This is an optimization exercise on Yosys and OpenROAD, whose aim is small area, a short achievable clock period and few clock cycles per item, not a production implementation.
Where RTL was checked, it was by simulation tests only, not by an equivalence proof against the original.

==> flow/design.v <==
module mdu (
    input  wire        clk,
    input  wire        rst,         
    input  wire        in_valid,
    output wire        in_ready,
    input  wire [3:0]  in_op,
    input  wire [31:0] in_a,
    input  wire [31:0] in_b,
    input  wire [63:0] in_acc,      
    output reg         out_valid,
    output reg         out_fault,   
    output reg  [31:0] out_lo,
    output reg  [31:0] out_hi,
    output reg         out_n,
    output reg         out_z,
    output reg         out_v
);
    reg        rdy;               
    reg        go;                
    reg [3:0]  i_op;
    reg [31:0] i_a, i_b;
    reg [63:0] i_acc;
    assign in_ready = rdy;
    wire accept = in_valid & rdy;
    always @(posedge clk)
        if (rdy) begin
            i_op  <= in_op;
            i_a   <= in_a;
            i_b   <= in_b;
            i_acc <= in_acc;
        end
    wire i_mul = ~i_op[3] | (i_op[3:1] == 3'b100);    
    wire m1 = go & i_mul;         
    reg  m2;                      
    reg  fm;                      
    reg  [3:0]  f_op;
    reg  [65:0] pq;
    wire        msg  = (i_op != 4'd2);
    wire [32:0] ma   = {msg & i_a[31], i_a};
    wire [32:0] mb   = {msg & i_b[31], i_b};
    wire        msub = (i_op == 4'd5) | (i_op == 4'd7) | (i_op == 4'd9);
    reg [65:0] init;
    always @(*) begin
        case (i_op)
            4'd4, 4'd5: init = {34'd0, i_acc[31:0]};
            4'd6, 4'd7: init = {{4{i_acc[31]}}, i_acc[31:0], {30{i_op[0]}}};   
            4'd8, 4'd9: init = {{2{i_acc[63]}}, i_acc};
            default:    init = 66'd0;
        endcase
    end
    wire [65:0] initx = init ^ {66{msub}};
    wire signed [16:0] chunk = m2 ? {1'b0, mb[15:0]} : mb[32:16];
    wire signed [49:0] prod  = $signed(ma) * chunk;
    wire [65:0] base = m2 ? {pq[49:0], initx[15:0]} : {{16{initx[65]}}, initx[65:16]};
    wire [65:0] mres = base + {{16{prod[49]}}, prod};
    always @(posedge clk)
        if (m1 | m2) pq <= mres;
    wire        f_sub  = (f_op == 4'd5) | (f_op == 4'd7) | (f_op == 4'd9);
    wire [65:0] fp     = pq ^ {66{f_sub}};
    wire        f_wide = (f_op == 4'd8) | (f_op == 4'd9);
    wire        f_q    = (f_op == 4'd3) | (f_op == 4'd6) | (f_op == 4'd7);
    wire        f_hi   = (f_op == 4'd1) | (f_op == 4'd2);
    wire        ovq    = ~(&fp[65:61] | ~|fp[65:61]);
    wire        ovl    = ~(&fp[65:63] | ~|fp[65:63]);
    reg  [31:0] f_lo, f_hw;
    reg         f_v, f_z;
    always @(*) begin
        f_hw = fp[63:32];
        if (f_wide) begin
            f_v  = ovl;
            f_z  = ~ovl & (fp[63:0] == 64'd0);
            f_lo = ovl ? {32{~fp[65]}} : fp[31:0];
            f_hw = ovl ? {fp[65], {31{~fp[65]}}} : fp[63:32];
        end else if (f_q) begin
            f_v  = ovq;
            f_z  = ~ovq & (fp[61:30] == 32'd0);
            f_lo = ovq ? {fp[65], {31{~fp[65]}}} : fp[61:30];
        end else if (f_hi) begin
            f_v  = 1'b0;
            f_z  = (fp[63:32] == 32'd0);
            f_lo = fp[63:32];
        end else begin
            f_v  = 1'b0;
            f_z  = (fp[31:0] == 32'd0);
            f_lo = fp[31:0];
        end
    end
    wire f_n = f_wide ? f_hw[31] : f_lo[31];
    function [5:0] clz32;
        input [31:0] v;
        integer i;
        begin
            clz32 = 6'd32;
            for (i = 0; i < 32; i = i + 1)
                if (v[i]) clz32 = 31 - i;
        end
    endfunction
    wire dp = go & ~i_mul;        
    reg  dbusy;                   
    reg  [4:0]  dcnt;             
    reg  fx;                      
    reg  d_sq;                    
    reg  d_rem;                   
    reg  d_neg;                   
    reg  d_dz;                    
    reg  [32:0] r;                
    reg  [31:0] q;                
    reg  [33:0] dx;               
    wire p_sq  = (i_op[3:1] == 3'b111);
    wire p_sgn = (i_op == 4'd10) | (i_op == 4'd12);
    wire p_rem = (i_op == 4'd12) | (i_op == 4'd13);
    wire a_neg = p_sgn & i_a[31];
    wire b_neg = p_sgn & i_b[31];
    wire [31:0] am = a_neg ? -i_a : i_a;
    wire [31:0] bm = b_neg ? -i_b : i_b;
    wire [5:0]  ca = clz32(am);
    wire [5:0]  cb = clz32(bm);
    wire        p_dz = ~p_sq & (i_b == 32'd0);
    wire [5:0]  dd   = cb - ca;
    wire        dgo  = (cb >= ca) & ~p_dz;
    wire [5:0]  dsh  = dd | 6'd1;
    wire [4:0]  pairs = 5'd16 - {1'b0, ca[5:1]};
    wire        sq_z  = (i_op[0] & i_a[31]) | (i_a == 32'd0);
    wire [4:0]  sq_st = i_op[0] ? pairs + 5'd15 : pairs;    
    wire [5:0]  ssh   = {ca[5:1], 1'b0} + (sq_st[0] ? 6'd0 : 6'd2);
    wire [4:0]  n_iter = p_sq ? (sq_z ? 5'd0 : ({1'b0, sq_st[4:1]} + {4'd0, sq_st[0]}))
                              : (dgo ? ({1'b0, dsh[5:1]} + 5'd1) : 5'd0);
    wire [31:0] sh_in  = p_sq ? i_a : bm;
    wire [5:0]  sh_amt = p_sq ? ssh : dsh;
    wire [33:0] sh_out = {2'b00, sh_in} << sh_amt;
    function [67:0] dstep;    
        input        sq;
        input [32:0] rr;
        input [31:0] qq;
        input [33:0] xx;
        reg   [34:0] xa, ya;
        reg   [35:0] t;
        reg          bit_;
        begin
            xa = sq ? {rr, xx[33:32]} : {3'b000, rr[31:0]};
            ya = sq ? {1'b0, qq, 2'b01} : {2'b00, xx[32:0]};
            t  = {1'b0, xa} - {1'b0, ya};
            bit_ = ~t[35];
            dstep[67:35] = bit_ ? t[32:0] : xa[32:0];
            dstep[34:3]  = {qq[30:0], bit_};
            dstep[2:0]   = 3'd0;
        end
    endfunction
    wire [67:0] s1 = dstep(d_sq, r, q, dx);
    wire [33:0] dx1 = d_sq ? {dx[31:0], 2'b00} : {1'b0, dx[33:1]};
    wire [67:0] s2 = dstep(d_sq, s1[67:35], s1[34:3], dx1);
    wire [33:0] dx2 = d_sq ? {dx1[31:0], 2'b00} : {1'b0, dx1[33:1]};
    always @(posedge clk) begin
        if (dp) begin
            d_sq  <= p_sq;
            d_rem <= p_rem;
            d_neg <= p_rem ? a_neg : (a_neg ^ b_neg);
            d_dz  <= p_dz;
            r     <= p_sq ? 33'd0 : {1'b0, am};
            q     <= 32'd0;
            dx    <= sh_out;
        end else if (dbusy) begin
            r     <= s2[67:35];
            q     <= s2[34:3];
            dx    <= dx2;
        end
    end
    wire [31:0] fix_v = d_rem ? r[31:0] : q;
    wire [31:0] fix_r = d_neg ? -fix_v : fix_v;
    always @(posedge clk) begin
        if (rst) begin
            rdy       <= 1'b1;
            go        <= 1'b0;
            m2        <= 1'b0;
            fm        <= 1'b0;
            dbusy     <= 1'b0;
            fx        <= 1'b0;
            out_valid <= 1'b0;
        end else begin
            go  <= accept;
            m2  <= m1;
            fm  <= m2;
            fx  <= (dp & (n_iter == 5'd0)) | (dbusy & (dcnt == 5'd1));
            if (dp) begin
                dbusy <= (n_iter != 5'd0);
                dcnt  <= n_iter;
            end else if (dbusy) begin
                dbusy <= (dcnt != 5'd1);
                dcnt  <= dcnt - 5'd1;
            end
            rdy <= ~accept & (m1 ? 1'b1 :
                              dp ? (n_iter <= 5'd1) :
                              dbusy ? (dcnt <= 5'd2) : 1'b1);
            out_valid <= fm | fx;
        end
    end
    always @(posedge clk) begin
        if (m2) f_op <= i_op;
        if (fm) begin
            out_fault <= 1'b0;
            out_lo    <= f_lo;
            out_hi    <= f_hw;
            out_n     <= f_n;
            out_z     <= f_z;
            out_v     <= f_v;
        end else if (fx) begin
            out_fault <= d_dz;
            out_lo    <= fix_r;
        end
    end
endmodule
make LEC_CHECK=0 CAP_MARGIN=20 CORE_MARGIN=2 CORE_UTILIZATION=40 SLEW_MARGIN=20 finish   # period 18.0 ns
run.sh (not shown) runs the stock make flow with config.mk's settings and CLKGATE_MAP_FILE= SYNTH_SCRIPT=/design/flow/synth_recipe.tcl, a recipe that flattens the netlist after the stock synthesis.
The first run completed with no timing, DRC or antenna violations.
Edit:
--- a/flow/design.v
+++ b/flow/design.v
@@ -35,9 +35,9 @@
     reg  fm;                      
     reg  [3:0]  f_op;
     reg  [65:0] pq;
     wire        msg  = (i_op != 4'd2);
-    wire [32:0] ma   = {msg & i_a[31], i_a};
+    wire signed [32:0] ma = {msg & i_a[31], i_a};
     wire [32:0] mb   = {msg & i_b[31], i_b};
     wire        msub = (i_op == 4'd5) | (i_op == 4'd7) | (i_op == 4'd9);
     reg [65:0] init;
     always @(*) begin
@@ -49,9 +49,9 @@
         endcase
     end
     wire [65:0] initx = init ^ {66{msub}};
     wire signed [16:0] chunk = m2 ? {1'b0, mb[15:0]} : mb[32:16];
-    wire signed [49:0] prod  = $signed(ma) * chunk;
+    wire signed [49:0] prod  = ma * chunk;
     wire [65:0] base = m2 ? {pq[49:0], initx[15:0]} : {{16{initx[65]}}, initx[65:16]};
     wire [65:0] mres = base + {{16{prod[49]}}, prod};
     always @(posedge clk)
         if (m1 | m2) pq <= mres;
The changed run ran to the end with no violations.
Area after synthesis stays the same.
Routed wire length stays the same.
Clock-buffer cell count is unchanged.
Maximum frequency is unchanged.
Testbench counts after the change, summed over its fixed seeds: cycles 45,639, items 12,000.
No functional check of the RTL was part of the first run of this note.

[separate check: timing with driven ports]
No port has a modelled driver above. Below, the same layouts with a new extraction and two added sets of constraints.
Step 1, drivers: a clkbuf_16 drives clk and a buf_2 each remaining input, both assumed.
Step 2 moves the port delays by t, midway between the first and last clock arrival at a register: inputs arrive t later, outputs are due t later. That takes back most of the time a late clock gives input paths.
Three values: no drivers, after step 1, after step 2; two values: the first two.
run	t, ns	slack for setup (ns)	worst hold slack (ns)	worst register clock-pin slew, ns	cell pins on the clock port's net
the first run	0.715	6.379 / 6.379 / 6.379	0.495 / 0.495 / 0.495	0.07 / 0.07	1
the second run	0.715	6.379 / 6.379 / 6.379	0.495 / 0.495 / 0.495	0.07 / 0.07	1
After both steps setup and hold are still met in every run listed.
